What follows belongs to an exercise in optimizing a design on an open flow for small area, a short achievable clock period and few clock cycles; a production flow would make more cautious choices.
In this exercise RTL edits were held to simulation tests only and were not proved equivalent to the original.

===== flow/flow/run.sh =====
#!/bin/bash
# The standard layout (the standard.sh: standard synthesis, floorplan,
# placement, CTS, routing), with two changes to how it is made:
#  * the port buffers are sky130_fd_sc_hd__buf_1 rather than the default
#    clkdlybuf4s50_1 (every port still gets its own buffer);
#  * repair_timing aims for 7 ns of setup slack at the fixed 11 ns clock, so
#    the critical paths are sized for a shorter achieved period.
# make's full output goes to flow_make.log here; each ORFS step keeps its own
# log under orfs/logs/.
set -euo pipefail
bash standard.sh SETUP_SLACK_MARGIN=7 \
    "BUFFER_PORTS_ARGS=-buffer_cell sky130_fd_sc_hd__buf_1" finish > flow_make.log 2>&1

===== flow/standard.sh =====
#!/bin/bash
# synth_recipe.tcl (not shown) runs the flow's synth.tcl, then flattens the netlist and writes it again
# the make line also repeats each setting of config.mk as NAME=value (left out here)
make -C /OpenROAD-flow-scripts/flow DESIGN_CONFIG=/design/flow/config.mk WORK_HOME=/design/flow/orfs CLKGATE_MAP_FILE= SYNTH_SCRIPT=/design/flow/synth_recipe.tcl "${@:-finish}"

===== flow/config.mk =====
export PLATFORM = sky130hd
export DESIGN_NAME = sha256_block
export DESIGN_NICKNAME = sha256_block
export VERILOG_FILES = /design/flow/design.v
export SDC_FILE = /design/flow/constraint.sdc
export NUM_CORES = 4
export LEC_CHECK = 0
export ABC_AREA = 1
export ABC_CLOCK_PERIOD_IN_PS = 3500
export CAP_MARGIN = 20
export CORE_MARGIN = 2
export CORE_UTILIZATION = 40
export CTS_CLUSTER_DIAMETER = 100
export CTS_CLUSTER_SIZE = 25
export PLACE_DENSITY = 0.6
export SLEW_MARGIN = 20

===== flow/constraint.sdc =====
create_clock -name core_clock -period 11.0 [get_ports {clk}]
set_input_delay 2.2000 -clock core_clock [delete_from_list [all_inputs] [get_ports {clk}]]
set_output_delay 2.2000 -clock core_clock [all_outputs]
set_load 0.01 [all_outputs]

===== flow/design.v =====
module sha256_block (
    input  wire         clk,
    input  wire         rst_n,
    input  wire         in_valid,
    output wire         in_ready,
    input  wire         in_first,    
    input  wire [511:0] in_block,    
    output reg          out_valid,
    output wire [255:0] out_digest   
);
    localparam [31:0] IV_A = 32'h6a09e667, IV_B = 32'hbb67ae85,
                      IV_C = 32'h3c6ef372, IV_D = 32'ha54ff53a,
                      IV_E = 32'h510e527f, IV_F = 32'h9b05688c,
                      IV_G = 32'h1f83d9ab, IV_H = 32'h5be0cd19;
    localparam [31:0] K_0 = 32'h428a2f98;
    function [31:0] kconst;
        input [5:0] i;
        begin
            case (i)
                6'd0:  kconst = 32'h428a2f98; 6'd1:  kconst = 32'h71374491;
                6'd2:  kconst = 32'hb5c0fbcf; 6'd3:  kconst = 32'he9b5dba5;
                6'd4:  kconst = 32'h3956c25b; 6'd5:  kconst = 32'h59f111f1;
                6'd6:  kconst = 32'h923f82a4; 6'd7:  kconst = 32'hab1c5ed5;
                6'd8:  kconst = 32'hd807aa98; 6'd9:  kconst = 32'h12835b01;
                6'd10: kconst = 32'h243185be; 6'd11: kconst = 32'h550c7dc3;
                6'd12: kconst = 32'h72be5d74; 6'd13: kconst = 32'h80deb1fe;
                6'd14: kconst = 32'h9bdc06a7; 6'd15: kconst = 32'hc19bf174;
                6'd16: kconst = 32'he49b69c1; 6'd17: kconst = 32'hefbe4786;
                6'd18: kconst = 32'h0fc19dc6; 6'd19: kconst = 32'h240ca1cc;
                6'd20: kconst = 32'h2de92c6f; 6'd21: kconst = 32'h4a7484aa;
                6'd22: kconst = 32'h5cb0a9dc; 6'd23: kconst = 32'h76f988da;
                6'd24: kconst = 32'h983e5152; 6'd25: kconst = 32'ha831c66d;
                6'd26: kconst = 32'hb00327c8; 6'd27: kconst = 32'hbf597fc7;
                6'd28: kconst = 32'hc6e00bf3; 6'd29: kconst = 32'hd5a79147;
                6'd30: kconst = 32'h06ca6351; 6'd31: kconst = 32'h14292967;
                6'd32: kconst = 32'h27b70a85; 6'd33: kconst = 32'h2e1b2138;
                6'd34: kconst = 32'h4d2c6dfc; 6'd35: kconst = 32'h53380d13;
                6'd36: kconst = 32'h650a7354; 6'd37: kconst = 32'h766a0abb;
                6'd38: kconst = 32'h81c2c92e; 6'd39: kconst = 32'h92722c85;
                6'd40: kconst = 32'ha2bfe8a1; 6'd41: kconst = 32'ha81a664b;
                6'd42: kconst = 32'hc24b8b70; 6'd43: kconst = 32'hc76c51a3;
                6'd44: kconst = 32'hd192e819; 6'd45: kconst = 32'hd6990624;
                6'd46: kconst = 32'hf40e3585; 6'd47: kconst = 32'h106aa070;
                6'd48: kconst = 32'h19a4c116; 6'd49: kconst = 32'h1e376c08;
                6'd50: kconst = 32'h2748774c; 6'd51: kconst = 32'h34b0bcb5;
                6'd52: kconst = 32'h391c0cb3; 6'd53: kconst = 32'h4ed8aa4a;
                6'd54: kconst = 32'h5b9cca4f; 6'd55: kconst = 32'h682e6ff3;
                6'd56: kconst = 32'h748f82ee; 6'd57: kconst = 32'h78a5636f;
                6'd58: kconst = 32'h84c87814; 6'd59: kconst = 32'h8cc70208;
                6'd60: kconst = 32'h90befffa; 6'd61: kconst = 32'ha4506ceb;
                6'd62: kconst = 32'hbef9a3f7; default: kconst = 32'hc67178f2;
            endcase
        end
    endfunction
    function [63:0] csa;
        input [31:0] x, y, z;
        begin
            csa = {x ^ y ^ z, ((x & y) | (x & z) | (y & z)) << 1};
        end
    endfunction
    reg  [6:0]  t;           
    reg         idle;        
    reg         ready;       
    reg         add_en;      
    reg         ld_iv;       
    reg         first_q;     
    assign in_ready = ready;
    reg [31:0] a, b, c, d, e, f, g, hh;
    reg [31:0] w [0:15];           
    reg [31:0] hk;                 
    reg  [5:0] kidx;               
    reg [31:0] k_n;                
    reg [31:0] qa [0:4];
    reg [31:0] qe [0:4];
    assign out_digest = {qa[4], qa[3], qa[2], qa[1], qe[4], qe[3], qe[2], qe[1]};
    wire [31:0] sum_a = qa[0] + (add_en ? a : 32'd0);
    wire [31:0] sum_e = qe[0] + (add_en ? e : 32'd0);
    reg  [31:0] iv_a, iv_e;
    always @* begin
        case (t[1:0])
            2'd1:    begin iv_a = IV_D; iv_e = IV_H; end
            2'd2:    begin iv_a = IV_C; iv_e = IV_G; end
            2'd3:    begin iv_a = IV_B; iv_e = IV_F; end
            default: begin iv_a = IV_A; iv_e = IV_E; end
        endcase
    end
    wire [31:0] st_a = in_first ? IV_A : sum_a;
    wire [31:0] st_b = in_first ? IV_B : qa[4];
    wire [31:0] st_c = in_first ? IV_C : qa[3];
    wire [31:0] st_d = in_first ? IV_D : qa[2];
    wire [31:0] st_e = in_first ? IV_E : sum_e;
    wire [31:0] st_f = in_first ? IV_F : qe[4];
    wire [31:0] st_g = in_first ? IV_G : qe[3];
    wire [31:0] st_h = in_first ? IV_H : qe[2];
    wire [31:0] s1  = {e[5:0], e[31:6]} ^ {e[10:0], e[31:11]} ^ {e[24:0], e[31:25]};
    wire [31:0] ch  = (e & f) ^ (~e & g);
    wire [31:0] s0  = {a[1:0], a[31:2]} ^ {a[12:0], a[31:13]} ^ {a[21:0], a[31:22]};
    wire [31:0] maj = (a & b) | (a & c) | (b & c);
    wire [63:0] ca1 = csa(hk, w[0], ch);
    wire [63:0] ca2 = csa(s1, s0, maj);
    wire [63:0] ca3 = csa(ca1[63:32], ca1[31:0], ca2[63:32]);
    wire [63:0] ca4 = csa(ca3[63:32], ca3[31:0], ca2[31:0]);
    wire [31:0] a_new = ca4[63:32] + ca4[31:0];
    wire [63:0] ce1 = csa(hk, w[0], d);
    wire [63:0] ce2 = csa(ce1[63:32], ce1[31:0], ch);
    wire [63:0] ce3 = csa(ce2[63:32], ce2[31:0], s1);
    wire [31:0] e_new = ce3[63:32] + ce3[31:0];
    wire [31:0] ws0 = {w[1][6:0], w[1][31:7]} ^ {w[1][17:0], w[1][31:18]} ^ (w[1] >> 3);
    wire [31:0] ws1 = {w[14][16:0], w[14][31:17]} ^ {w[14][18:0], w[14][31:19]} ^ (w[14] >> 10);
    wire [63:0] cw1 = csa(ws1, w[9], ws0);
    wire [63:0] cw2 = csa(cw1[63:32], cw1[31:0], w[0]);
    wire [31:0] w_new = cw2[63:32] + cw2[31:0];
    always @* k_n = kconst(kidx);
    wire [31:0] hk_sum = (ready ? qe[2] : g) + k_n;
    wire [31:0] hk_ld  = in_first ? IV_H + K_0 : hk_sum;
    integer i;
    always @(posedge clk) begin
        if (!rst_n) begin
            t         <= 7'd64;
            idle      <= 1'b1;
            ready     <= 1'b1;
            add_en    <= 1'b0;
            ld_iv     <= 1'b0;
            kidx      <= 6'd0;
            out_valid <= 1'b0;
        end else begin
            out_valid <= ready && !idle;
            if (ready) begin
                t       <= in_valid ? 7'd0 : 7'd60;
                idle    <= !in_valid;
                ready   <= 1'b0;
                add_en  <= 1'b0;
                ld_iv   <= 1'b0;
                first_q <= in_first;
                kidx    <= in_valid ? 6'd1 : 6'd0;
            end else begin
                t       <= t + 7'd1;
                ready   <= (t == 7'd63);
                add_en  <= !idle && (t >= 7'd60);
                ld_iv   <= !idle && first_q && (t <= 7'd3);
                kidx    <= (t >= 7'd63) ? 6'd0 : t[5:0] + 6'd2;
            end
        end
    end
    always @(posedge clk) begin
        if (ready) begin
            {a, b, c, d, e, f, g, hh} <= {st_a, st_b, st_c, st_d, st_e, st_f, st_g, st_h};
            for (i = 0; i < 16; i = i + 1)
                w[i] <= in_block[511 - 32*i -: 32];
            hk <= hk_ld;
        end else begin
            hh <= g;
            g  <= f;
            f  <= e;
            e  <= e_new;
            d  <= c;
            c  <= b;
            b  <= a;
            a  <= a_new;
            for (i = 0; i < 15; i = i + 1)
                w[i] <= w[i + 1];
            w[15] <= w_new;
            hk <= hk_sum;
        end
    end
    always @(posedge clk) begin
        for (i = 0; i < 4; i = i + 1) begin
            qa[i] <= qa[i + 1];
            qe[i] <= qe[i + 1];
        end
        qa[4] <= ld_iv ? iv_a : sum_a;
        qe[4] <= ld_iv ? iv_e : sum_e;
    end
endmodule

==> flow_summary.yaml, run 1 <==
outcome:
  run_status: "timing/DRC/antenna clean"
layout:
  area_growth_pct: 18.8
  drive_above_1_share_pct: 10.4
  final_nets: 9473
  fin_area_um2: 68500
yosys:
  synth.most_common_cell: "nand2_1"
  ys_top_cells_by_area: "dfxtp_1 38%, nand2_1 18%, fa_1 9.7%, inv_1 6.5%, ha_1 4.6%"
  yosysSeqAreaShare_pct: 38.4
  yosys.area.top_type: "dfxtp_1"
  synthTopCellsByCount: "2,780 x nand2_1, 1,106 x dfxtp_1, 998 x inv_1, 431 x nor2_1, 370 x o21ai_0"
  synth_top_area_share_pct: 38.4
  syn_inst: 7749
  yosys_warnings: 4
  synthesis.area_um2: 57700
  synth_flop_cell: "dfxtp_1"
  synth_edf_count: 1
  ys_ff_latch: 1107
  avgSynthCellArea_um2: 7.44
  async_reset_ff_share_pct: 0
  synthesis.nets: 8758
  yosysUniqueCellTypes: 69
detailed_routing:
  via_count: 54300
  routed_wl_um: 276000
  drc: 0
  firstDrtPassIters: 7
  avgViaCountPerCell: 5.22
  detail-route-antenna-nets: 0
  drtIter0Drc: 4973
  wl_per_cell_um: 26.5
clock_tree:
  ctsHoldBuffers: 0
  path_clk_slew_ps: 100
  clock_path_buffers: 3
  clk_latency_ps: 730
  cts_tree: "yes"
  cts_made_buffers: 55
  clock_sinks: 1107
  cts-htree-levels: 2
  root_buffer: "clkbuf_16"
die:
  die_area_um2: 147000
  start_util_pct: 40.2
  fp.dieW_um: 384
  fp-row-count: 139
  fp.dieH_um: 384
  core_um2: 143000
  ios: 774
global_route:
  first_global_vias: 52200
  grt_remaining_overflow: 0
  grt_pass1_wl_um: 380000
  grt_max_degree: 231
  grt_antenna_before_repair: 28
  track_usage_pct: 36.2
placed_design:
  globalplace.congestion: 1.01
  hpwl_um: 228000
  port_buffers: 773
  placed_cell_area_um2: 62000
timing:
  fin_crit_sh_pct: 37.7
  setup_viol: 0
  tightest_slew_ps: 1170
  setup_tns_ps: 0
  rsz0062_at_grt: "yes"
  slew_headroom_pct: 21.5
  hold_violations: 0
  drv_slew: 0
  finalClockSkew_ps: 57.7
  max_freq_mhz: 241
  period_needed_ps: 4150
critical_path:
  crit_top_cell: "fa_1"
  startpoint_type: "flip-flop"
  end_kind: "flip-flop"
  critPathMaxFanout: 6
  crit_slowest_cell: "fa_1"
  cp.required_ps: 11620
  worstPathCellList: "xor2_2 -> xor2_4 -> fa_1 -> fa_1 -> inv_1 -> fa_1 -> ha_4 -> nand2_2 -> nor3_4 -> nand4_1 -> nand3_1 -> nand2_1 -> nand3_1 -> nand2_1"
  path_class: "reg2reg"
  worstPathArrival_ps: 4770
  max_stage_delay_ps: 560
run:
  cap_viol_max_count: 0
min_path:
  hp-class: "reg2reg"
## registers in the layout (all words and copies together), names as in the netlist, 6 cells and up
signal / count
kidx: 6
b: 32
f: 32
c: 32
g: 32
hk: 32
a: 32
e: 32
qe: 160
qa: 160
d: 32
t: 7
w: 512
## cell usage in the layout (no fill, tap or decap), drive strengths merged, types with 29 or more instances in the layout
cell type and count:
nand2 2789, dfxtp 1106, inv 998, buf 929, nor2 438, o21ai 387, a21oi 356, nand3 298
fa 280, ha 213, xor2 159, xnor2 125, clkbuf 59, nand4 49, nor3 29
## layer usage
metal | vias to the layer above | global-route usage, % | share of wire, %
met5 | - | 0 | 0.036
li1 | 25300 | - | -
met4 | 16 | 16.4 | 5.6
met2 | 2244 | 59.4 | 46
met3 | 473 | 4.48 | 6.6
met1 | 26200 | 47.6 | 42
## cells by family (layout without fill, tap and decap cells)
group                    count (synthesis)  after routing  synth area share [%]
flip-flops                            1107           1107                  38.4
multiplexers                             1              1                0.0174
other                                    0             22                     0
XOR/XNOR                               284            284                  4.33
adder cells (fa/ha/maj)                494            494                  14.4
buffers and inverters                 1279           2012                  8.68
AO/OA/AOI/OAI                          917            917                  8.91
AND/OR/NAND/NOR                       3667           3667                  25.3
## what timing repair did
| action | CTS | global route |
|---|---|---|
| gates resized for setup | 583 | 324 |
| hold endpoints to repair | 0 | 0 |
| setup endpoints to repair | 154 | 88 |
| pin swaps | 104 | 112 |
| cloned | 0 | 0 |
| buffers inserted | 68 | 56 |
## through the flow
stage	hold slack (ps)	util (%)	setup slack [ps]	cells
finish	328	47.8	6850	10400
global route	325	47.8	6760	10400
CTS	330	46.6	6900	10300
detailed placement	334	43.3	5860	10200
global placement	333	43.3	5850	10200
floorplan	382	-	7030	7749
## layout make-up
type	instances	area (um2)
fillers	14600	74800
multi-input cells	5363	33700
flip-flops and latches	1107	22500
repair buffers	929	4320
inverters	1008	3870
well taps	1903	2380
clock buffers	59	1410
clock inverters	16	275
diodes	22	55.1
## worst paths after layout
check / slack (ps) / end / startpoint / cells past startpoint
worst max-delay path: 6850 / a[24]$_DFF_P_ / e[28]$_DFF_P_ / 14
worst min-delay path: 330 / qe[0][17]$_DFF_P_ / qe[1][17]$_DFF_P_ / 0
worst max register to register: 6850 / a[24]$_DFF_P_ / e[28]$_DFF_P_ / 14
worst min register to register: 330 / qe[0][17]$_DFF_P_ / qe[1][17]$_DFF_P_ / 0
## worst max-delay path: cells and delay by family, from the launching register on
kind | cells | cell delay [ps]
adder cells (fa/ha/maj) | 4 | 1890
AND/OR/NAND/NOR | 7 | 1020
XOR/XNOR | 2 | 640
flip-flops | 1 | 470
buffers and inverters | 1 | 70
Testbench counts, summed over its fixed seeds: cycles 208,016.
==> run 2, diff against run 1 <==
--- a/flow/design.v
+++ b/flow/design.v
@@ -14,3 +14,2 @@
                       IV_G = 32'h1f83d9ab, IV_H = 32'h5be0cd19;
-    localparam [31:0] K_0 = 32'h428a2f98;
     function [31:0] kconst;
@@ -69,5 +68,3 @@
     reg [31:0] w [0:15];           
-    reg [31:0] hk;                 
-    reg  [5:0] kidx;               
-    reg [31:0] k_n;                
+    reg [31:0] kq;                 
     reg [31:0] qa [0:4];
@@ -98,8 +95,9 @@
     wire [31:0] maj = (a & b) | (a & c) | (b & c);
-    wire [63:0] ca1 = csa(hk, w[0], ch);
-    wire [63:0] ca2 = csa(s1, s0, maj);
-    wire [63:0] ca3 = csa(ca1[63:32], ca1[31:0], ca2[63:32]);
-    wire [63:0] ca4 = csa(ca3[63:32], ca3[31:0], ca2[31:0]);
-    wire [31:0] a_new = ca4[63:32] + ca4[31:0];
-    wire [63:0] ce1 = csa(hk, w[0], d);
+    wire [63:0] cx  = csa(hh, kq, w[0]);
+    wire [63:0] cy  = csa(cx[63:32], cx[31:0], ch);
+    wire [63:0] cz  = csa(s1, s0, maj);
+    wire [63:0] ca1 = csa(cy[63:32], cy[31:0], cz[63:32]);
+    wire [63:0] ca2 = csa(ca1[63:32], ca1[31:0], cz[31:0]);
+    wire [31:0] a_new = ca2[63:32] + ca2[31:0];
+    wire [63:0] ce1 = csa(cx[63:32], cx[31:0], d);
     wire [63:0] ce2 = csa(ce1[63:32], ce1[31:0], ch);
@@ -112,5 +110,2 @@
     wire [31:0] w_new = cw2[63:32] + cw2[31:0];
-    always @* k_n = kconst(kidx);
-    wire [31:0] hk_sum = (ready ? qe[2] : g) + k_n;
-    wire [31:0] hk_ld  = in_first ? IV_H + K_0 : hk_sum;
     integer i;
@@ -123,3 +118,2 @@
             ld_iv     <= 1'b0;
-            kidx      <= 6'd0;
             out_valid <= 1'b0;
@@ -134,3 +128,2 @@
                 first_q <= in_first;
-                kidx    <= in_valid ? 6'd1 : 6'd0;
             end else begin
@@ -140,3 +133,2 @@
                 ld_iv   <= !idle && first_q && (t <= 7'd3);
-                kidx    <= (t >= 7'd63) ? 6'd0 : t[5:0] + 6'd2;
             end
@@ -149,3 +141,3 @@
                 w[i] <= in_block[511 - 32*i -: 32];
-            hk <= hk_ld;
+            kq <= kconst(6'd0);
         end else begin
@@ -162,3 +154,3 @@
             w[15] <= w_new;
-            hk <= hk_sum;
+            kq    <= kconst(t[5:0] + 6'd1);
         end
==> run 2 against run 1 <==
Die area fell by 1.6%. Wire length fell by 3.2%. Largest cell class unchanged.
==> flow_summary.yaml, run 2 <==
layout:
  fin_area_um2: 68000
  layout_common_cells: "2,472 x nand2_1, 975 x dfxtp_1, 929 x inv_1, 773 x buf_1, 376 x nor2_1"
  top_regs: "w x512, qa x160, qe x160"
  area_growth_pct: 19.8
  drive_above_1_share_pct: 12.2
  top_register: "w"
  mostFrequentLayoutCell: "nand2_1"
  largest_reg_flops: 512
  final_nets: 9205
global_route:
  grt_antenna_before_repair: 24
  met1_usage_pct: 50.7
  grtUsageMet2_pct: 52.8
  use_met3_pct: 7.38
  grt_pass1_wl_um: 368000
  grt_remaining_overflow: 0
  track_usage_pct: 35.3
  first_global_vias: 50100
  grt_max_degree: 237
  grt.busiest_layer: "met2"
clock_tree:
  cts_made_buffers: 57
  path_clk_slew_ps: 120
  root_buffer: "clkbuf_16"
  clock_sinks: 1133
  cts_tree: "yes"
  ctsHoldBuffers: 0
  clk_latency_ps: 750
  cts-htree-levels: 2
  clock_path_buffers: 3
detailed_routing:
  wl_per_cell_um: 26.3
  firstDrtPassIters: 9
  via_count: 53600
  routed_wl_um: 267000
  detail-route-antenna-nets: 0
  avgViaCountPerCell: 5.28
  drc: 0
  drtIter0Drc: 6229
placed_design:
  port_buffers: 773
  placed_cell_area_um2: 61200
  hpwl_um: 217000
  globalplace.congestion: 1.04
timing:
  drv_slew: 0
  period_needed_ps: 4180
  max_freq_mhz: 239
  hold_violations: 0
  tightest_slew_ps: 1090
  finalClockSkew_ps: 44.9
  fin_crit_sh_pct: 38.0
  rsz0062_at_grt: "yes"
  slew_headroom_pct: 27.3
  setup_tns_ps: 0
  setup_viol: 0
critical_path:
  worstPathArrival_ps: 4840
  startpoint_type: "flip-flop"
  crit_family: "adder cells"
  path_class: "reg2reg"
  crit_slowest_cell: "fa_1"
  max_stage_delay_ps: 570
  crit_buf_inv: 4
  cp.required_ps: 11660
  critPathMaxFanout: 5
  worstPathCellList: "buf_4 -> xnor2_1 -> xor2_1 -> buf_4 -> fa_1 -> fa_1 -> inv_1 -> fa_1 -> ha_1 -> a21oi_1 -> nand3_1 -> a21oi_4 -> nand2_2 -> nand2_2 -> nand3_2 -> nand2_2 -> inv_2"
  end_kind: "flip-flop"
yosys:
  async_reset_ff_share_pct: 0
  synth_flop_cell: "dfxtp_1"
  avgSynthCellArea_um2: 7.59
  synth_edf_count: 1
  synth.most_common_cell: "nand2_1"
  synthesis.nets: 8453
  synthesis.area_um2: 56800
  ys_ff_latch: 1133
  syn_inst: 7477
  yosys_warnings: 4
  synth_top_area_share_pct: 39.9
  yosys.area.top_type: "dfxtp_1"
  ys_top_cells_by_area: "dfxtp_1 40%, nand2_1 17%, fa_1 10%, inv_1 6.4%, ha_1 3.9%"
  yosysUniqueCellTypes: 58
  synthTopCellsByCount: "2,563 x nand2_1, 1,132 x dfxtp_1, 964 x inv_1, 450 x nor2_1, 372 x o21ai_0"
  yosysSeqAreaShare_pct: 40.0
die:
  fp-row-count: 138
  ios: 774
  fp.dieW_um: 381
  fp.dieH_um: 381
  start_util_pct: 40.2
  core_um2: 141000
  die_area_um2: 145000
min_path:
  hp-class: "reg2reg"
run:
  cap_viol_max_count: 0
outcome:
  run_status: "timing/DRC/antenna clean"
==> run 2: changes by cell type after synthesis, sizes merged, moves of 10 or more <==
cell / delta
nor3: +10
ha: -36
inv: -30
nor2: +14
dfxtp: +26
a21oi: -34
xor2: +27
nand2: -220
o21ai: +16
nand3: -23
==> run 2: path summary, 6_finish.rpt <==
path                                         from                 to  slack, ps  depth (start not counted)
worst max-delay path                 e[8]$_DFF_P_      a[30]$_DFF_P_       6820                         17
worst min-delay path            qa[1][14]$_DFF_P_  qa[0][14]$_DFF_P_        340                          0
worst max register to register       e[8]$_DFF_P_      a[30]$_DFF_P_       6820                         17
worst min register to register  qa[1][14]$_DFF_P_  qa[0][14]$_DFF_P_        340                          0
==> run 2: layout make-up <==
cell class,count,area [um2]
Fill cell,14400,73200
Multi-Input combinational cell,5100,32600
Sequential cell,1133,23100
Timing Repair Buffer,961,4490
Inverter,976,3680
Tap cell,1890,2360
Clock buffer,58,1450
Clock inverter,20,277
Antenna cell,12,30.0
==> run 2: metal layers <==
| layer | up-vias | part of all wire, % |
|---|---|---|
| met2 | 2629 | 43 |
| met5 | - | 0.036 |
| li1 | 24400 | - |
| met1 | 26000 | 43 |
| met4 | 12 | 3.8 |
| met3 | 436 | 9.9 |
==> run 2: cells by family after synthesis <==
logic type	share of synthesized area (%)
compound gates	8.42
xor+xnor	4.96
fa+ha+maj	13.9
buf+inv	8.55
flops	40.0
mux	0.141
simple gates	24.1
==> run 2: what timing repair did <==
item                                    in CTS  in global routing
pin swaps                                  144                119
endpoints found under the setup margin     356                108
setup buffers                               98                 54
gates resized for setup                    705                345
==> run 2: through the flow <==
stage / util, % / worst slack, ps / instances / hold WS, ps
2_1_floorplan: - / 7010 / 7477 / 382
3_3_place_gp: 43.3 / 5960 / 9908 / 333
3_5_place_dp: 43.3 / 5890 / 9908 / 334
4_1_cts: 46.9 / 6910 / 10100 / 343
5_1_grt: 48.1 / 6710 / 10100 / 354
6_report: 48.1 / 6820 / 10200 / 343
Testbench counts of run 2, summed over its fixed seeds: cycles 208,016.
==> run 3, diff against run 2 <==
--- a/flow/design.v
+++ b/flow/design.v
@@ -14,2 +14,3 @@
                       IV_G = 32'h1f83d9ab, IV_H = 32'h5be0cd19;
+    localparam [31:0] K_0 = 32'h428a2f98;
     function [31:0] kconst;
@@ -59,2 +60,42 @@
     endfunction
+    function [31:0] kadd;
+        input [31:0] x, y;
+        reg   [31:0] gg, pp, gn, pn;
+        integer j, k;
+        begin
+            gg = x & y;
+            pp = x | y;
+            for (k = 1; k < 32; k = k * 2) begin
+                gn = gg;
+                pn = pp;
+                for (j = k; j < 32; j = j + 1) begin
+                    gn[j] = gg[j] | (pp[j] & gg[j - k]);
+                    pn[j] = pp[j] & pp[j - k];
+                end
+                gg = gn;
+                pp = pn;
+            end
+            kadd = x ^ (y ^ {gg[30:0], 1'b0});
+        end
+    endfunction
+    function [31:0] badd;
+        input [31:0] x, y;
+        reg   [31:0] gg, pp;
+        integer j, k;
+        begin
+            gg = x & y;
+            pp = x | y;
+            for (k = 1; k < 32; k = k * 2)
+                for (j = 2 * k - 1; j < 32; j = j + 2 * k) begin
+                    gg[j] = gg[j] | (pp[j] & gg[j - k]);
+                    pp[j] = pp[j] & pp[j - k];
+                end
+            for (k = 8; k >= 1; k = k / 2)
+                for (j = 3 * k - 1; j < 32; j = j + 2 * k) begin
+                    gg[j] = gg[j] | (pp[j] & gg[j - k]);
+                    pp[j] = pp[j] & pp[j - k];
+                end
+            badd = x ^ (y ^ {gg[30:0], 1'b0});
+        end
+    endfunction
     reg  [6:0]  t;           
@@ -68,3 +109,3 @@
     reg [31:0] w [0:15];           
-    reg [31:0] kq;                 
+    reg [31:0] ps, pc;             
     reg [31:0] qa [0:4];
@@ -72,4 +113,4 @@
     assign out_digest = {qa[4], qa[3], qa[2], qa[1], qe[4], qe[3], qe[2], qe[1]};
-    wire [31:0] sum_a = qa[0] + (add_en ? a : 32'd0);
-    wire [31:0] sum_e = qe[0] + (add_en ? e : 32'd0);
+    wire [31:0] sum_a = badd(qa[0], add_en ? a : 32'd0);
+    wire [31:0] sum_e = badd(qe[0], add_en ? e : 32'd0);
     reg  [31:0] iv_a, iv_e;
@@ -95,12 +136,11 @@
     wire [31:0] maj = (a & b) | (a & c) | (b & c);
-    wire [63:0] cx  = csa(hh, kq, w[0]);
-    wire [63:0] cy  = csa(cx[63:32], cx[31:0], ch);
-    wire [63:0] cz  = csa(s1, s0, maj);
-    wire [63:0] ca1 = csa(cy[63:32], cy[31:0], cz[63:32]);
-    wire [63:0] ca2 = csa(ca1[63:32], ca1[31:0], cz[31:0]);
-    wire [31:0] a_new = ca2[63:32] + ca2[31:0];
-    wire [63:0] ce1 = csa(cx[63:32], cx[31:0], d);
+    wire [63:0] ca1 = csa(ps, pc, ch);
+    wire [63:0] ca2 = csa(s1, s0, maj);
+    wire [63:0] ca3 = csa(ca1[63:32], ca1[31:0], ca2[63:32]);
+    wire [63:0] ca4 = csa(ca3[63:32], ca3[31:0], ca2[31:0]);
+    wire [31:0] a_new = kadd(ca4[63:32], ca4[31:0]);
+    wire [63:0] ce1 = csa(ps, pc, d);
     wire [63:0] ce2 = csa(ce1[63:32], ce1[31:0], ch);
     wire [63:0] ce3 = csa(ce2[63:32], ce2[31:0], s1);
-    wire [31:0] e_new = ce3[63:32] + ce3[31:0];
+    wire [31:0] e_new = kadd(ce3[63:32], ce3[31:0]);
     wire [31:0] ws0 = {w[1][6:0], w[1][31:7]} ^ {w[1][17:0], w[1][31:18]} ^ (w[1] >> 3);
@@ -109,3 +149,5 @@
     wire [63:0] cw2 = csa(cw1[63:32], cw1[31:0], w[0]);
-    wire [31:0] w_new = cw2[63:32] + cw2[31:0];
+    wire [31:0] w_new = kadd(cw2[63:32], cw2[31:0]);
+    wire [63:0] p_ld  = csa(st_h, K_0, in_block[511:480]);
+    wire [63:0] p_run = csa(g, kconst(t[5:0] + 6'd1), w[1]);
     integer i;
@@ -141,3 +183,3 @@
                 w[i] <= in_block[511 - 32*i -: 32];
-            kq <= kconst(6'd0);
+            {ps, pc} <= p_ld;
         end else begin
@@ -154,3 +196,3 @@
             w[15] <= w_new;
-            kq    <= kconst(t[5:0] + 6'd1);
+            {ps, pc} <= p_run;
         end
==> run 3 against run 2 <==
Fmax increased by 2.6%. Wire length decreased by 6.4%. Area after synthesis decreased by 1.6%. Cell count decreased by 3.2%. Critical endpoint is now a[22]$_DFF_P_.
==> flow_summary.yaml, run 3 <==
outcome:
  run_status: "timing/DRC/antenna clean"
timing:
  tightest_slew_ps: 995
  period_needed_ps: 4070
  setup_viol: 0
  fin_crit_sh_pct: 37.0
  slew_headroom_pct: 33.7
  drv_slew: 0
  max_freq_mhz: 246
  hold_violations: 0
  rsz0062_at_grt: "yes"
  finalClockSkew_ps: 54.0
  setup_tns_ps: 0
critical_path:
  path_class: "reg2reg"
  startpoint_type: "flip-flop"
  crit_cells: 15
  critPathMaxFanout: 7
  cp.required_ps: 11570
  end_kind: "flip-flop"
  crit_slowest_cell: "fa_1"
  worstPathCellList: "xnor2_2 -> xor2_2 -> fa_1 -> fa_1 -> fa_1 -> nand2_2 -> nand2_1 -> inv_1 -> nand2_2 -> nor2_4 -> nand4_1 -> nand3_1 -> nand3_1 -> nand3_1 -> o21ai_0"
  timing.rr.end: "a[22]$_DFF_P_"
  ff2ff_path_depth: 15
  crit_buf_inv: 1
  worstPathArrival_ps: 4640
  crit_end: "a[22]$_DFF_P_"
  crit_family: "adder cells"
  reg2reg_slack_ps: 6930
  critPathLaunch: "e[23]$_DFF_P_"
  max_stage_delay_ps: 570
  timing.rr.start: "e[23]$_DFF_P_"
layout:
  instances_no_fill: 9828
  top_register: "w"
  area_growth_pct: 15.0
  mostFrequentLayoutCell: "nand2_1"
  largest_reg_flops: 512
  fillers: 14200
  drive_above_1_share_pct: 7.47
  layout_common_cells: "2,378 x nand2_1, 1,040 x dfxtp_1, 942 x inv_1, 772 x buf_1, 464 x nor2_1"
  top_regs: "w x512, qa x160, qe x160"
  final_nets: 8853
  multi_input_area_um2: 29800
  seq_area_um2: 22900
yosys:
  synth_edf_count: 1
  yosys_warnings: 4
  synthMuxAreaShare_pct: 0.466
  synthAdderAreaFrac_pct: 13.6
  synthesis.area_um2: 55900
  synth_simple_gate_area_share_pct: 23.5
  synth_flop_cell: "dfxtp_1"
  yosysUniqueCellTypes: 62
  synthesis.nets: 8217
  ys_ff_latch: 1132
  yosysSeqAreaShare_pct: 40.6
  synth_top_area_share_pct: 40.5
  synth-xor-area-share_pct: 4.85
  synthTopCellsByCount: "2,431 x nand2_1, 1,131 x dfxtp_1, 946 x inv_1, 502 x o21ai_0, 495 x nor2_1"
  yosys.area.top_type: "dfxtp_1"
  async_reset_ff_share_pct: 0
  ys_top_cells_by_area: "dfxtp_1 41%, nand2_1 16%, fa_1 12%, inv_1 6.4%, o21ai_0 4.5%"
  syn_inst: 7298
  synth.most_common_cell: "nand2_1"
  synth_top_family_by_area: "simple AND/OR/NAND/NOR gates"
  synth_compound_area_share_pct: 8.27
  avgSynthCellArea_um2: 7.66
global_route:
  use_met3_pct: 4.73
  grt.busiest_layer: "met2"
  grt_pass1_wl_um: 342000
  track_usage_pct: 33.9
  met1_usage_pct: 45.6
  first_global_vias: 47400
  grt_antenna_before_repair: 28
  grt_max_degree: 208
  grt_remaining_overflow: 0
  grtUsageMet2_pct: 54.6
clock_tree:
  cts_made_buffers: 57
  clock_path_buffers: 3
  path_clk_slew_ps: 100
  ctsHoldBuffers: 0
  cts_tree: "yes"
  root_buffer: "clkbuf_16"
  clk_latency_ps: 750
  cts-htree-levels: 2
  clock_sinks: 1132
placed_design:
  globalplace.congestion: 1.01
  hpwl_um: 205000
  placed_cells: 9677
  port_buffers: 773
die:
  ios: 774
  fp.dieH_um: 378
  core_um2: 139000
  fp.dieW_um: 378
  start_util_pct: 40.2
  fp-row-count: 137
  die_area_um2: 143000
detailed_routing:
  wl_per_cell_um: 25.4
  routed_wl_um: 250000
  avgViaCountPerCell: 5.07
  drtIter0Drc: 4616
  via_count: 49800
  firstDrtPassIters: 6
  detail-route-antenna-nets: 0
  drc: 0
run:
  cap_viol_max_count: 0
min_path:
  hp-class: "reg2reg"
  holdCritStartpoint: "qa[1][13]$_DFF_P_"
run 3: changes by cell type after synthesis, moves of 55 or more:
cell,change
nand2_1,-132
o21ai_0,+130
ha_1,-114
a21oi_1,-102
fa_1,+57
clkbuf_1,+55
run 3: cells by family (layout without fill, tap and decap cells):
| family | count (synthesis) | after routing |
|---|---|---|
| AOI/OAI and AO/OA | 854 | 854 |
| xor gates and xnor gates | 307 | 307 |
| adders and majority gates | 403 | 403 |
| buffers and inverters | 1259 | 1908 |
| DFF | 1132 | 1132 |
| muxes | 26 | 26 |
| other | 0 | 5 |
| and+or+nand+nor | 3317 | 3317 |
run 3: final cells by class:
cell class,instances,area share (%)
Sequential cell,1132,35.7
Antenna cell,5,0.0195
Inverter,957,5.61
Clock inverter,14,0.469
Tap cell,1876,3.65
Clock buffer,58,2.23
Timing Repair Buffer,879,5.97
Multi-Input combinational cell,4907,46.4
run 3: per-stage QoR:
step	worst slack [ps]	util [%]	cell area, um2	hold WS [ps]
6_report	6930	46.2	64200	345
5_1_grt	6840	46.2	64200	358
4_1_cts	6970	45.3	63000	354
3_5_place_dp	5950	43.3	60100	336
3_3_place_gp	6070	43.3	60100	336
2_1_floorplan	7070	-	55900	382
run 3: worst register-to-register path: stages, from the launching register on:
cell and delay [ps]:
dfxtp_4 420, xnor2_2 260, xor2_2 300, fa_1 500, fa_1 570, fa_1 450, nand2_2 120, nand2_1 110
inv_1 130, nand2_2 120, nor2_4 180, nand4_1 270, nand3_1 190, nand3_1 80, nand3_1 100, o21ai_0 100
run 3: what timing repair did:
item	CTS	global route
setup endpoints to repair	239	169
buffers inserted	36	38
pin swaps	26	52
resized for setup	265	266
run 3: how the worst min path moves through the flow:
stage | to | depth (start not counted)
2_1_floorplan | qa[0][0]$_DFF_P_ | 0
5_1_grt | qe[0][22]$_DFF_P_ | 0
4_1_cts | qa[0][13]$_DFF_P_ | 0
3_3_place_gp | qe[0][30]$_DFF_P_ | 0
6_report | qa[0][13]$_DFF_P_ | 0
3_5_place_dp | qa[0][23]$_DFF_P_ | 0
run 3: routing by layer:
layer / up-vias / wire length (um) / part of all wire (%)
met5: - / 209 / 0.084
met4: 31 / 12400 / 5.0
met3: 393 / 17200 / 6.9
met2: 1831 / 115000 / 46
met1: 24100 / 105000 / 42
li1: 23500 / - / -
Testbench counts of run 3, summed over its fixed seeds: cycles 208,016.
==> run 4, diff against run 3 <==
--- a/flow/design.v
+++ b/flow/design.v
@@ -141,4 +141,3 @@
     wire [31:0] a_new = kadd(ca4[63:32], ca4[31:0]);
-    wire [63:0] ce1 = csa(ps, pc, d);
-    wire [63:0] ce2 = csa(ce1[63:32], ce1[31:0], ch);
+    wire [63:0] ce2 = csa(ca1[63:32], ca1[31:0], d);
     wire [63:0] ce3 = csa(ce2[63:32], ce2[31:0], s1);
==> run 4 against run 3 <==
Largest cell class unchanged. Via count increased by 0.56%. Synthesized cell count decreased by 1.8%. Critical path depth increased by 4. Setup slack got worse by 34 ps. Critical endpoint is now a[31]$_DFF_P_. Global-route usage about the same. Clock skew increased by 2.0 ps. Utilization increased by 1.3 points. Register-to-register slack got worse by 30 ps. Cell area increased by 1.3%.
==> flow_summary.yaml, run 4 <==
yosys:
  synth.most_common_cell: "nand2_1"
  syn_inst: 7163
  synthesis.area_um2: 55000
  synthTopCellsByCount: "2,434 x nand2_1, 1,131 x dfxtp_1, 858 x inv_1, 486 x nor2_1, 461 x o21ai_0"
  yosys.area.top_type: "dfxtp_1"
  ys_ff_latch: 1132
  avgSynthCellArea_um2: 7.68
  synth-xor-area-share_pct: 4.88
  ys_top_cells_by_area: "dfxtp_1 41%, nand2_1 17%, fa_1 11%, inv_1 5.9%, o21ai_0 4.2%"
  yosys_warnings: 4
  synthesis.nets: 8051
  synthMuxAreaShare_pct: 0.473
  yosysSeqAreaShare_pct: 41.2
  synth_edf_count: 1
  synth_simple_gate_area_share_pct: 23.6
  yosysUniqueCellTypes: 59
  synth_compound_area_share_pct: 8.73
  synth_flop_cell: "dfxtp_1"
  synth_top_family_by_area: "simple AND/OR/NAND/NOR gates"
  synthAdderAreaFrac_pct: 12.7
  synth_top_area_share_pct: 41.2
  async_reset_ff_share_pct: 0
detailed_routing:
  routed_wl_um: 247000
  drtIter0Drc: 5354
  avgViaCountPerCell: 5.17
  via_count: 50100
  firstDrtPassIters: 8
  dr_wl_met2_um: 103000
  drt-met1-wl_um: 115000
  wl_per_cell_um: 25.6
  maxUsedRoutingLayer: "met5"
  met3_length_um: 24600
  drc: 0
  detail-route-antenna-nets: 0
placed_design:
  port_buffers: 773
  hpwl_um: 199000
  globalplace.congestion: 0.992
  place_ws_ps: 5280
critical_path:
  critPathMaxFanout: 4
  startpoint_type: "flip-flop"
  path_class: "reg2reg"
  crit_slowest_cell: "fa_1"
  worstPathArrival_ps: 4730
  crit_buf_inv: 4
  end_kind: "flip-flop"
  max_stage_delay_ps: 530
  crit_family: "adder cells"
  worstPathCellList: "buf_4 -> xnor2_2 -> xor2_2 -> fa_1 -> inv_1 -> fa_1 -> inv_1 -> fa_1 -> nand2_1 -> nand2_1 -> inv_1 -> nand2_1 -> nand2_1 -> a21oi_4 -> nand2_1 -> a21oi_1 -> nand3_1 -> nand3_2 -> nand2_1"
  crit_top_cell: "nand2_1"
  cp.required_ps: 11620
outcome:
  run_status: "timing/DRC/antenna clean"
global_route:
  grt_remaining_overflow: 0
  first_global_vias: 46400
  track_usage_pct: 33.9
  grt_max_degree: 256
  grt_antenna_before_repair: 23
  grt_pass1_wl_um: 342000
layout:
  top_register: "w"
  drive_above_1_share_pct: 11.2
  top_regs: "w x512, qa x160, qe x160"
  largest_reg_flops: 512
  area_growth_pct: 18.4
  final_nets: 8742
  mostFrequentLayoutCell: "nand2_1"
  layout_common_cells: "2,312 x nand2_1, 1,039 x dfxtp_1, 835 x inv_1, 770 x buf_1, 421 x nor2_1"
clock_tree:
  clock_sinks: 1132
  root_buffer: "clkbuf_16"
  path_clk_slew_ps: 100
  clock_path_buffers: 3
  cts_tree: "yes"
  cts-htree-levels: 2
  cts_made_buffers: 56
  ctsHoldBuffers: 0
  clk_latency_ps: 740
timing:
  setup_viol: 0
  period_needed_ps: 4110
  max_freq_mhz: 244
  setup_tns_ps: 0
  tightest_slew_ps: 1150
  slew_headroom_pct: 23.3
  finalClockSkew_ps: 56.0
  rsz0062_at_grt: "yes"
  fin_crit_sh_pct: 37.3
  drv_slew: 0
  worst_slack_ps: 6890
  hold_violations: 0
die:
  core_um2: 137000
  fp-row-count: 136
  fp.dieH_um: 375
  fp.dieW_um: 375
  die_area_um2: 140000
  ios: 774
  start_util_pct: 40.1
min_path:
  hp-class: "reg2reg"
run:
  cap_viol_max_count: 0
## run 4: cell types whose count changed in the layout (fill, tap and decap cells not counted), moves of 22 or more
cell,change
nand3_1,-41
o21ai_0,-58
fa_2,+22
inv_1,-107
nand2_4,+31
o21ai_1,+31
a21oi_1,-23
buf_4,+36
inv_2,+25
nand2_1,-66
nand2_2,+33
nor2_1,-43
fa_1,-52
## run 4: logic make-up after synthesis
group / Yosys count
adder cells (fa/ha/maj): 372
buffers and inverters: 1178
multiplexers: 26
AO/OA/AOI/OAI: 865
flip-flops: 1132
AND/OR/NAND/NOR: 3288
XOR/XNOR: 302
## run 4: repair_timing
| action | 4_1_cts | 5_1_grt |
|---|---|---|
| pin swaps | 20 | 113 |
| endpoints found under the setup margin | 204 | 147 |
| gates resized for setup | 396 | 486 |
| gates cloned | 0 | 1 |
| setup buffers | 36 | 78 |
## run 4: final cells by class
cell class,count,area [um2]
well taps,1794,2240
multi-input cells,4853,30400
clock buffers,59,1460
flip-flops and latches,1132,22900
diodes,12,30.0
fillers,14000,71900
inverters,879,3330
repair buffers,932,4400
clock inverters,15,244
## run 4: through the flow
step                utilization, %  hold WS (ps)  instances  area [um2]
detailed placement            43.2           336       9475       59200
CTS                           45.7           356       9585       62600
global placement              43.2           331       9475       59200
floorplan                        -           382       7163       55000
finish                        47.5           354       9676       65100
global route                  47.5           359       9674       65100
## run 4: metal layers
metal | vias to the layer above | track usage [%]
li1 | 23300 | -
met1 | 24400 | 51.7
met2 | 2188 | 48.6
met3 | 238 | 7.42
met4 | 6 | 7.15
met5 | - | 0
## run 4: worst paths after layout
kind                      from                end  slack [ps]  cells after the start
max               e[4]$_DFF_P_      a[31]$_DFF_P_        6890                     19
max reg2reg       e[4]$_DFF_P_      a[31]$_DFF_P_        6890                     19
min reg2reg  qe[1][29]$_DFF_P_  qe[0][29]$_DFF_P_         350                      0
min          qe[1][29]$_DFF_P_  qe[0][29]$_DFF_P_         350                      0
## run 4: worst reg2reg max path: stages (launching register included)
cell and delay (ps):
dfxtp_4 420, buf_4 170, xnor2_2 290, xor2_2 190, fa_1 510, inv_1 50
fa_1 530, inv_1 60, fa_1 510, nand2_1 110, nand2_1 180, inv_1 60
nand2_1 90, nand2_1 110, a21oi_4 220, nand2_1 80, a21oi_1 130, nand3_1 100
nand3_2 110, nand2_1 70
Testbench counts of run 4, summed over its fixed seeds: cycles 208,016.
==> run 5, diff against run 4 <==
--- a/flow/design.v
+++ b/flow/design.v
@@ -100,2 +100,23 @@
     endfunction
+    function [31:0] sadd;
+        input [31:0] x, y;
+        reg   [31:0] gg, pp, gn, pn;
+        integer j, k;
+        begin
+            gg = x & y;
+            pp = x | y;
+            for (k = 1; k < 32; k = k * 2) begin
+                gn = gg;
+                pn = pp;
+                for (j = 0; j < 32; j = j + 1)
+                    if (j % (2 * k) >= k) begin
+                        gn[j] = gg[j] | (pp[j] & gg[j - j % k - 1]);
+                        pn[j] = pp[j] & pp[j - j % k - 1];
+                    end
+                gg = gn;
+                pp = pn;
+            end
+            sadd = x ^ (y ^ {gg[30:0], 1'b0});
+        end
+    endfunction
     reg  [6:0]  t;           
@@ -140,6 +161,6 @@
     wire [63:0] ca4 = csa(ca3[63:32], ca3[31:0], ca2[31:0]);
-    wire [31:0] a_new = kadd(ca4[63:32], ca4[31:0]);
+    wire [31:0] a_new = sadd(ca4[63:32], ca4[31:0]);
     wire [63:0] ce2 = csa(ca1[63:32], ca1[31:0], d);
     wire [63:0] ce3 = csa(ce2[63:32], ce2[31:0], s1);
-    wire [31:0] e_new = kadd(ce3[63:32], ce3[31:0]);
+    wire [31:0] e_new = sadd(ce3[63:32], ce3[31:0]);
     wire [31:0] ws0 = {w[1][6:0], w[1][31:7]} ^ {w[1][17:0], w[1][31:18]} ^ (w[1] >> 3);
==> run 5 against run 4 <==
Still clean. Setup slack worse by 110 ps. First-iteration DRC count down 8.3%. Cell area down 4.8%. Via count down 6.0%. Clock skew down 11 ps. Wire length down 10%. Sequential share of layout area up 1.7 points. Cell count down 3.7%. Utilization down 1.2 points. Synthesized cell count down 3.8%. Fmax down 2.6%. Critical endpoint is now a[17]$_DFF_P_. Largest cell class unchanged.
==> flow_summary.yaml, run 5 <==
layout:
  seq_area_um2: 22900
  final_nets: 8420
  mostFrequentLayoutCell: "nand2_1"
  top_regs: "w x512, qa x160, qe x160"
  fillers: 13700
  layout_common_cells: "2,303 x nand2_1, 1,048 x dfxtp_1, 843 x inv_1, 772 x buf_1, 386 x nor2_1"
  multi_input_area_um2: 28100
  instances_no_fill: 9320
  top_register: "w"
  drive_above_1_share_pct: 7.06
  largest_reg_flops: 512
  area_growth_pct: 14.6
detailed_routing:
  via_count: 47100
  drc: 0
  wl_per_cell_um: 23.8
  detail-route-antenna-nets: 0
  drtIter0Drc: 4910
  avgViaCountPerCell: 5.05
  firstDrtPassIters: 6
  routed_wl_um: 222000
placed_design:
  hpwl_um: 178000
  port_buffers: 773
  placed_cells: 9163
  globalplace.congestion: 0.971
yosys:
  yosys.area.top_type: "dfxtp_1"
  syn_inst: 6891
  async_reset_ff_share_pct: 0
  avgSynthCellArea_um2: 7.85
  synthTopCellsByCount: "2,324 x nand2_1, 1,131 x dfxtp_1, 854 x inv_1, 405 x o21ai_0, 402 x nor2_1"
  yosysSeqAreaShare_pct: 41.9
  synth_edf_count: 1
  synth_flop_cell: "dfxtp_1"
  synthesis.nets: 7785
  ys_top_cells_by_area: "dfxtp_1 42%, nand2_1 16%, fa_1 12%, inv_1 5.9%, o21ai_0 3.7%"
  ys_ff_latch: 1132
  yosys_warnings: 4
  synthesis.area_um2: 54100
  synth.most_common_cell: "nand2_1"
  synth_top_area_share_pct: 41.9
  yosysUniqueCellTypes: 59
timing:
  max_freq_mhz: 237
  period_needed_ps: 4210
  fin_crit_sh_pct: 38.3
  rsz0062_at_grt: "yes"
  finalClockSkew_ps: 45.5
  drv_slew: 0
  setup_viol: 0
  slew_headroom_pct: 20.1
  hold_violations: 0
  tightest_slew_ps: 1200
  setup_tns_ps: 0
clock_tree:
  root_buffer: "clkbuf_16"
  path_clk_slew_ps: 100
  clock_path_buffers: 3
  clock_sinks: 1132
  cts-htree-levels: 2
  clk_latency_ps: 720
  cts_made_buffers: 56
  cts_tree: "yes"
critical_path:
  crit_slowest_cell: "fa_1"
  end_kind: "flip-flop"
  cp.required_ps: 11550
  worstPathArrival_ps: 4770
  startpoint_type: "flip-flop"
  worstPathCellList: "xnor2_4 -> xor2_4 -> fa_1 -> inv_2 -> fa_1 -> fa_1 -> ha_2 -> fa_2 -> nand3_2 -> nand3_4 -> nand2_4 -> nand2_8 -> fa_2 -> xor2_1 -> xor2_1 -> o22ai_1"
  critPathMaxFanout: 4
  max_stage_delay_ps: 560
  path_class: "reg2reg"
  crit_top_cell: "fa_1"
global_route:
  grt_pass1_wl_um: 306000
  track_usage_pct: 30.8
  first_global_vias: 43800
  grt_max_degree: 223
  grt_remaining_overflow: 0
  grt_antenna_before_repair: 23
die:
  fp-row-count: 134
  fp.dieH_um: 372
  start_util_pct: 40.4
  fp.dieW_um: 372
  core_um2: 134000
  die_area_um2: 138000
  ios: 774
outcome:
  run_status: "timing/DRC/antenna clean"
min_path:
  hp-class: "reg2reg"
run:
  cap_viol_max_count: 0
-- run 5: cell types whose count changed in the layout (fill, tap and decap cells not counted), moves of 25 or more --
cell     previous run  this run
buf_4             125        81
nand2_2            89        24
nand2_4            38         7
nor2_1            421       386
nor2_2             42        13
o21ai_1           107        56
o21ai_2            37         9
xor2_1             95       120
-- run 5: what timing repair did --
action                     in CTS  in global routing
hold buffers                    0                  0
setup buffers                  27                 41
setup endpoints to repair     160                 92
gates resized for setup       188                206
pin swaps                      15                 45
gates cloned                    2                  2
-- run 5: cells by family after synthesis --
group,synth area share [%]
AND/OR/NAND/NOR,22.6
buffers and inverters,8.48
flip-flops,41.9
AO/OA/AOI/OAI,8.40
adder cells (fa/ha/maj),13.1
XOR/XNOR,5.02
multiplexers,0.481
-- run 5: critical path, delay by kind of cell, from the launching register on --
family                     cells  cell delay, ps
xor gates and xnor gates       4             660
AOI/OAI and AO/OA              1              80
buffers and inverters          1              40
DFF                            1             410
adders and majority gates      6            2460
and+or+nand+nor                4             380
-- run 5: per-stage QoR --
stage	worst slack, ps	cell area, um2	util (%)	hold slack [ps]
after floorplan	6910	54200	-	382
after global placement	6100	58200	43.5	335
after detailed placement	6110	58200	43.5	338
after CTS	6750	60700	45.4	331
after global routing	6630	62000	46.3	348
final	6790	62000	46.3	337
-- run 5: final timing paths --
| path | from | to | cells past startpoint | slack [ps] |
|---|---|---|---|---|
| max | a[4]$_DFF_P_ | a[17]$_DFF_P_ | 16 | 6790 |
| min reg2reg | qa[1][15]$_DFF_P_ | qa[0][15]$_DFF_P_ | 0 | 340 |
| max reg2reg | a[4]$_DFF_P_ | a[17]$_DFF_P_ | 16 | 6790 |
| min | qa[1][15]$_DFF_P_ | qa[0][15]$_DFF_P_ | 0 | 340 |
-- run 5: cell type report --
| cell class | count | area share, % |
|---|---|---|
| clock inverter | 16 | 0.323 |
| multi-input combinational | 4597 | 45.3 |
| clock buffer | 61 | 2.34 |
| tap | 1768 | 3.57 |
| timing repair buffer | 875 | 6.27 |
| antenna | 7 | 0.0283 |
| sequential | 1132 | 36.9 |
| timing repair inverter | 1 | 0.0121 |
| inverter | 863 | 5.27 |
-- run 5: layer usage --
metal,global-route usage [%],wire (um),vias up
met2,46.6,97000,1751
met4,6.93,5490,30
met5,0,212,-
met3,6.01,18800,232
li1,-,-,22300
met1,45.3,101000,22800
Testbench counts of run 5, summed over its fixed seeds: cycles 208,016.
==> run 6, diff against run 5 <==
--- a/flow/design.v
+++ b/flow/design.v
@@ -162,3 +162,4 @@
     wire [31:0] a_new = sadd(ca4[63:32], ca4[31:0]);
-    wire [63:0] ce2 = csa(ca1[63:32], ca1[31:0], d);
+    wire [63:0] ce1 = csa(ps, pc, d);
+    wire [63:0] ce2 = csa(ce1[63:32], ce1[31:0], ch);
     wire [63:0] ce3 = csa(ce2[63:32], ce2[31:0], s1);
==> run 6 against run 5 <==
Critical path depth is the same. Sequential cell count unchanged. Non-clock buffer count decreased by 30. Clock skew is 3.1 ps higher. Sequential share of layout area down 0.053 points. Clock-buffer cell count shrank 3. Synthesized cell count increased by 2.6%. Global-route usage up 0.65 points. First-iteration DRC count down 7.3%. Critical path type unchanged. Highest routed layer unchanged.
==> flow_summary.yaml, run 6 <==
yosys:
  synth.most_common_cell: "nand2_1"
  ys_ff_latch: 1132
  syn_inst: 7073
  yosys.area.top_type: "dfxtp_1"
  ys_top_cells_by_area: "dfxtp_1 41%, nand2_1 16%, fa_1 13%, inv_1 6.3%, o21ai_0 4.0%"
  synth_flop_cell: "dfxtp_1"
  synthesis.nets: 7998
  yosysUniqueCellTypes: 56
  async_reset_ff_share_pct: 0
  avgSynthCellArea_um2: 7.76
  synth_top_area_share_pct: 41.2
  synthesis.area_um2: 54900
  synth_edf_count: 1
  yosys_warnings: 4
  yosysSeqAreaShare_pct: 41.3
  synthTopCellsByCount: "2,378 x nand2_1, 1,131 x dfxtp_1, 923 x inv_1, 443 x nor2_1, 435 x o21ai_0"
timing:
  max_freq_mhz: 239
  slew_headroom_pct: 32.4
  rsz0062_at_grt: "yes"
  finalClockSkew_ps: 48.5
  drv_slew: 0
  setup_tns_ps: 0
  period_needed_ps: 4190
  setup_viol: 0
  tightest_slew_ps: 1010
  hold_violations: 0
  fin_crit_sh_pct: 38.1
critical_path:
  path_class: "reg2reg"
  worstPathCellList: "xnor2_2 -> xor2_2 -> fa_1 -> fa_1 -> fa_1 -> inv_1 -> fa_2 -> nand2_2 -> nand3_4 -> nand3_4 -> nand2_4 -> nand3_4 -> nand3_4 -> fa_2 -> nor2_1 -> a21oi_1"
  critPathLaunch: "a[16]$_DFF_P_"
  crit_buf_inv: 1
  startpoint_type: "flip-flop"
  critPathMaxFanout: 6
  max_stage_delay_ps: 540
  end_kind: "flip-flop"
  worstPathArrival_ps: 4830
  crit_slowest_cell: "fa_2"
  timing.rr.start: "a[16]$_DFF_P_"
  cp.required_ps: 11640
  crit_family: "adder cells"
  crit_top_cell: "nand3_4"
layout:
  mostFrequentLayoutCell: "nand2_1"
  multi_input_area_um2: 28200
  layout_common_cells: "2,362 x nand2_1, 1,041 x dfxtp_1, 919 x inv_1, 772 x buf_1, 427 x nor2_1"
  final_util_pct: 45.7
  largest_reg_flops: 512
  drive_above_1_share_pct: 5.53
  top_register: "w"
  fillers: 13900
  final_nets: 8598
  seq_area_um2: 22900
  top_regs: "w x512, qa x160, qe x160"
  area_growth_pct: 13.0
global_route:
  grt_max_degree: 182
  first_global_vias: 45800
  grt_pass1_wl_um: 319000
  grt_antenna_before_repair: 25
  met1_usage_pct: 41.2
  track_usage_pct: 31.5
  grt.busiest_layer: "met2"
  use_met3_pct: 4.45
  grtUsageMet2_pct: 51.8
  grt_remaining_overflow: 0
detailed_routing:
  wl_per_cell_um: 24.1
  via_count: 47700
  avgViaCountPerCell: 5.03
  drc: 0
  firstDrtPassIters: 8
  routed_wl_um: 228000
  detail-route-antenna-nets: 0
  drtIter0Drc: 4550
clock_tree:
  ctsHoldBuffers: 0
  root_buffer: "clkbuf_16"
  cts_tree: "yes"
  clock_path_buffers: 3
  cts_made_buffers: 54
  path_clk_slew_ps: 100
  clock_sinks: 1132
  clk_latency_ps: 730
  cts-htree-levels: 2
die:
  core_um2: 136000
  fp.dieW_um: 375
  fp-row-count: 135
  die_area_um2: 140000
  ios: 774
  fp.dieH_um: 375
  start_util_pct: 40.4
placed_design:
  port_buffers: 773
  globalplace.congestion: 0.991
  hpwl_um: 185000
run:
  cap_viol_max_count: 0
outcome:
  run_status: "timing/DRC/antenna clean"
min_path:
  hp-class: "reg2reg"
  holdCritStartpoint: "qe[1][18]$_DFF_P_"
run 6: changes by cell type in the layout (fill, tap and decap cells not counted), moves of 17 or more:
cell,change
o21ai_0,+49
o22a_1,-17
inv_1,+76
xnor2_1,+23
nand3_2,-17
a21oi_1,+26
nor2_1,+41
fa_1,+34
nand2_1,+59
buf_4,-23
run 6: cell type report:
class | count | share of cell area (%)
diodes | 13 | 0.0524
clock buffers | 58 | 2.22
clock inverters | 13 | 0.377
inverters | 939 | 5.72
multi-input cells | 4701 | 45.5
flip-flops and latches | 1132 | 36.9
well taps | 1781 | 3.59
repair buffers | 845 | 5.71
run 6: through the flow:
stage	setup WS, ps	instances	hold slack (ps)	cell area (um2)
finish	6810	9482	331	62000
global route	6670	9476	345	62000
CTS	6860	9448	329	61500
detailed placement	6120	9360	333	59200
global placement	6140	9360	331	59200
floorplan	6920	7073	382	55000
run 6: path summary, 6_finish.rpt:
kind                             to  slack, ps  cells past startpoint
setup / recovery      a[16]$_DFF_P_       6810                     16
hold / removal    qe[0][18]$_DFF_P_        330                      0
setup reg to reg      a[16]$_DFF_P_       6810                     16
hold reg to reg   qe[0][18]$_DFF_P_        330                      0
run 6: routing by layer:
layer / share of wire [%] / wire length [um] / vias up
li1: - / - / 22600
met1: 41 / 94100 / 22700
met2: 47 / 106000 / 1959
met3: 7.1 / 16100 / 385
met4: 5.0 / 11400 / 22
met5: 0.065 / 149 / -
run 6: what timing repair did:
action	CTS	global route
buffers inserted	17	21
hold endpoints to repair	0	0
gates resized for setup	181	112
endpoints found under the setup margin	193	150
pin swaps	9	14
run 6: logic make-up (layout without fill, tap and decap cells):
logic type | Yosys count | after routing | synth area share [%]
and+or+nand+nor | 3146 | 3146 | 22.5
buffers and inverters | 1240 | 1855 | 8.72
DFF | 1132 | 1132 | 41.3
AOI/OAI and AO/OA | 812 | 812 | 8.02
adders and majority gates | 409 | 409 | 14.0
xor gates and xnor gates | 308 | 308 | 4.93
muxes | 26 | 26 | 0.474
other | 0 | 13 | 0
Testbench counts of run 6, summed over its fixed seeds: cycles 208,016.
==> run 7, diff against run 6 <==
--- a/flow/design.v
+++ b/flow/design.v
@@ -161,3 +161,3 @@
     wire [63:0] ca4 = csa(ca3[63:32], ca3[31:0], ca2[31:0]);
-    wire [31:0] a_new = sadd(ca4[63:32], ca4[31:0]);
+    wire [31:0] a_new = kadd(ca4[63:32], ca4[31:0]);
     wire [63:0] ce1 = csa(ps, pc, d);
==> run 7 against run 6 <==
Clock-buffer cell count did not move. Wire length rose by 4.0%. Sequential cell count did not move. Area after synthesis rose by 1.0%. First-iteration DRC count rose by 2.5%. Via count rose by 3.2%. Critical path depth rose by 3. Non-clock buffer count rose by 11. Sequential share of layout area fell by 0.68 points. Global-route usage rose by 1.0 points.
==> flow_summary.yaml, run 7 <==
placed_design:
  place_ws_ps: 5700
  globalplace.congestion: 1.05
timing:
  slew_headroom_pct: 22.9
  rsz0062_at_grt: "yes"
  setup_tns_ps: 0
  worst_slack_ps: 6940
  finalClockSkew_ps: 58.0
  period_needed_ps: 4060
  max_freq_mhz: 246
  hold_violations: 0
  fin_crit_sh_pct: 36.9
critical_path:
  path_class: "reg2reg"
  ff2ff_path_depth: 19
  critPathMaxFanout: 7
  startpoint_type: "flip-flop"
  timing.rr.start: "a[4]$_DFF_P_"
  worstPathArrival_ps: 4680
yosys:
  syn_inst: 7184
  synth_flop_cell: "dfxtp_1"
  yosys_warnings: 4
  synthesis.nets: 8106
  synth-xor-area-share_pct: 4.88
  yosys.area.top_type: "dfxtp_1"
  ys_top_cells_by_area: "dfxtp_1 41%, nand2_1 16%, fa_1 12%, inv_1 6.4%, o21ai_0 4.2%"
  synthesis.area_um2: 55500
  synthAdderAreaFrac_pct: 13.8
  avgSynthCellArea_um2: 7.72
  synth.most_common_cell: "nand2_1"
  synthMuxAreaShare_pct: 0.469
  synth_top_family_by_area: "simple AND/OR/NAND/NOR gates"
  yosysSeqAreaShare_pct: 40.9
  synthTopCellsByCount: "2,362 x nand2_1, 1,131 x dfxtp_1, 952 x inv_1, 469 x nor2_1, 467 x o21ai_0"
clock_tree:
  ctsHoldBuffers: 0
  clk_latency_ps: 760
  cts_tree: "yes"
  root_buffer: "clkbuf_16"
  path_clk_slew_ps: 100
  clock_path_buffers: 3
detailed_routing:
  firstDrtPassIters: 6
  detail-route-antenna-nets: 0
  drc: 0
  drtIter0Drc: 4666
  wl_per_cell_um: 24.7
layout:
  drive_above_1_share_pct: 7.33
  top_register: "w"
  final_nets: 8726
  largest_reg_flops: 512
  area_growth_pct: 14.3
die:
  fp.dieH_um: 376
  die_area_um2: 142000
  ios: 774
  fp.dieW_um: 376
  start_util_pct: 40.3
  fp-row-count: 136
global_route:
  use_met3_pct: 5.16
  first_global_vias: 46800
  grt_max_degree: 231
  grt_pass1_wl_um: 330000
  grtUsageMet2_pct: 51.0
min_path:
  holdCritStartpoint: "qe[1][22]$_DFF_P_"
  min_path_cells: 0
  hp-class: "reg2reg"
run:
  cap_viol_max_count: 0
outcome:
  run_status: "timing/DRC/antenna clean"
==> run 7: changes by cell type after synthesis, sizes merged, moves of 19 or more <==
cell,previous run,this run
o21ai,461,494
nor2,443,471
nand3,196,223
buf,90,66
inv,938,962
clkbuf,211,230
==> run 7: worst max-delay path by stage <==
stage | startpoint | to | slack (ps) | cells after the start
2_1_floorplan | e[13]$_DFF_P_ | a[30]$_DFF_P_ | 7040 | 21
3_3_place_gp | e[13]$_DFF_P_ | a[30]$_DFF_P_ | 5750 | 20
3_5_place_dp | e[13]$_DFF_P_ | a[30]$_DFF_P_ | 5700 | 20
4_1_cts | e[8]$_DFF_P_ | a[30]$_DFF_P_ | 6900 | 20
5_1_grt | e[12]$_DFF_P_ | a[23]$_DFF_P_ | 6790 | 17
6_report | a[4]$_DFF_P_ | a[24]$_DFF_P_ | 6940 | 19
==> run 7: through the flow <==
stage / cells / cell area (um2) / utilization, % / hold WS (ps)
after CTS: 9590 / 62300 / 45.3 / 350
after global routing: 9620 / 63400 / 46.1 / 356
after floorplan: 7184 / 55500 / - / 382
after global placement: 9489 / 59700 / 43.4 / 333
final: 9625 / 63400 / 46.1 / 352
after detailed placement: 9489 / 59700 / 43.4 / 334
==> run 7: worst max-delay path: stages, from the launching register on <==
cell and delay [ps]:
dfxtp_4 460, xnor2_4 150, xor2_2 270, fa_1 490, fa_1 550, inv_1 50, fa_1 480, ha_2 190
fa_2 230, buf_6 110, nand2_2 50, nand3_2 70, nand2_2 60, a21oi_2 140, buf_6 140, nand4_1 170
nand3_1 120, nand3_1 70, nand3_1 80, nand2_1 60
==> run 7: final cells by class <==
type	instances	area (um2)
timing repair buffer	856	3660
clock buffer	58	1410
fill	14000	74100
multi-input combinational	4794	29200
sequential	1132	22900
clock inverter	14	263
inverter	963	3630
timing repair inverter	1	7.51
tap	1794	2240
antenna	13	32.5
==> run 7: kinds of logic after synthesis <==
family,after synthesis
multiplexers,26
adder cells (fa/ha/maj),406
AO/OA/AOI/OAI,850
AND/OR/NAND/NOR,3203
buffers and inverters,1259
flip-flops,1132
XOR/XNOR,308
==> run 7: timing repair <==
item | in CTS | in global routing
pin swaps | 15 | 28
hold endpoints to repair | 0 | 0
setup endpoints to repair | 142 | 63
gates cloned | 2 | 0
resized for setup | 219 | 271
setup buffers | 27 | 22
==> run 7: per-layer routing <==
layer  wire, um  vias up
met1     103000    23700
met5        138        -
met2     106000     1993
li1           -    23100
met4      10600       22
met3      17900      390
Testbench counts of run 7, summed over its fixed seeds: cycles 208,016.

[re-timing with driven ports]
The results above use ideal ports. As a check the final layouts listed here were re-extracted and re-timed, cells and wires unchanged.
Step 1: set_driving_cell puts a clkbuf_16 on clk and a buf_2 on each other input, an assumption about the parent block.
Step 2 times the ports against the registers' clock, not the clock port: input delays grow and output delays shrink by t, the midpoint of the rising clock arrivals with the driver on.
a / b / c = ideal ports / drivers / drivers and shift; a / b = the first two.
| run | t (ns) | slack for setup (ns) | worst setup path after step 2 | worst data-port slew with drivers (ns) |
|---|---|---|---|---|
| run 1 | 0.780 | 6.850 / 6.850 / 6.364 | input to register | 0.18 |
| run 2 | 0.811 | 6.820 / 6.820 / 6.343 | input to register | 0.10 |
| run 3 | 0.794 | 6.927 / 6.927 / 6.361 | input to register | 0.20 |
| run 4 | 0.799 | 6.893 / 6.893 / 6.249 | input to register | 0.23 |
| run 5 | 0.776 | 6.785 / 6.785 / 6.494 | input to register | 0.19 |
| run 6 | 0.777 | 6.810 / 6.810 / 6.419 | input to register | 0.20 |
| run 7 | 0.810 | 6.943 / 6.943 / 6.442 | input to register | 0.23 |
After both steps every run listed still meets setup and hold. For run 4, which loses most, drivers alone change the setup slack by 0.000 ns; drivers and shift together by -0.644 ns.
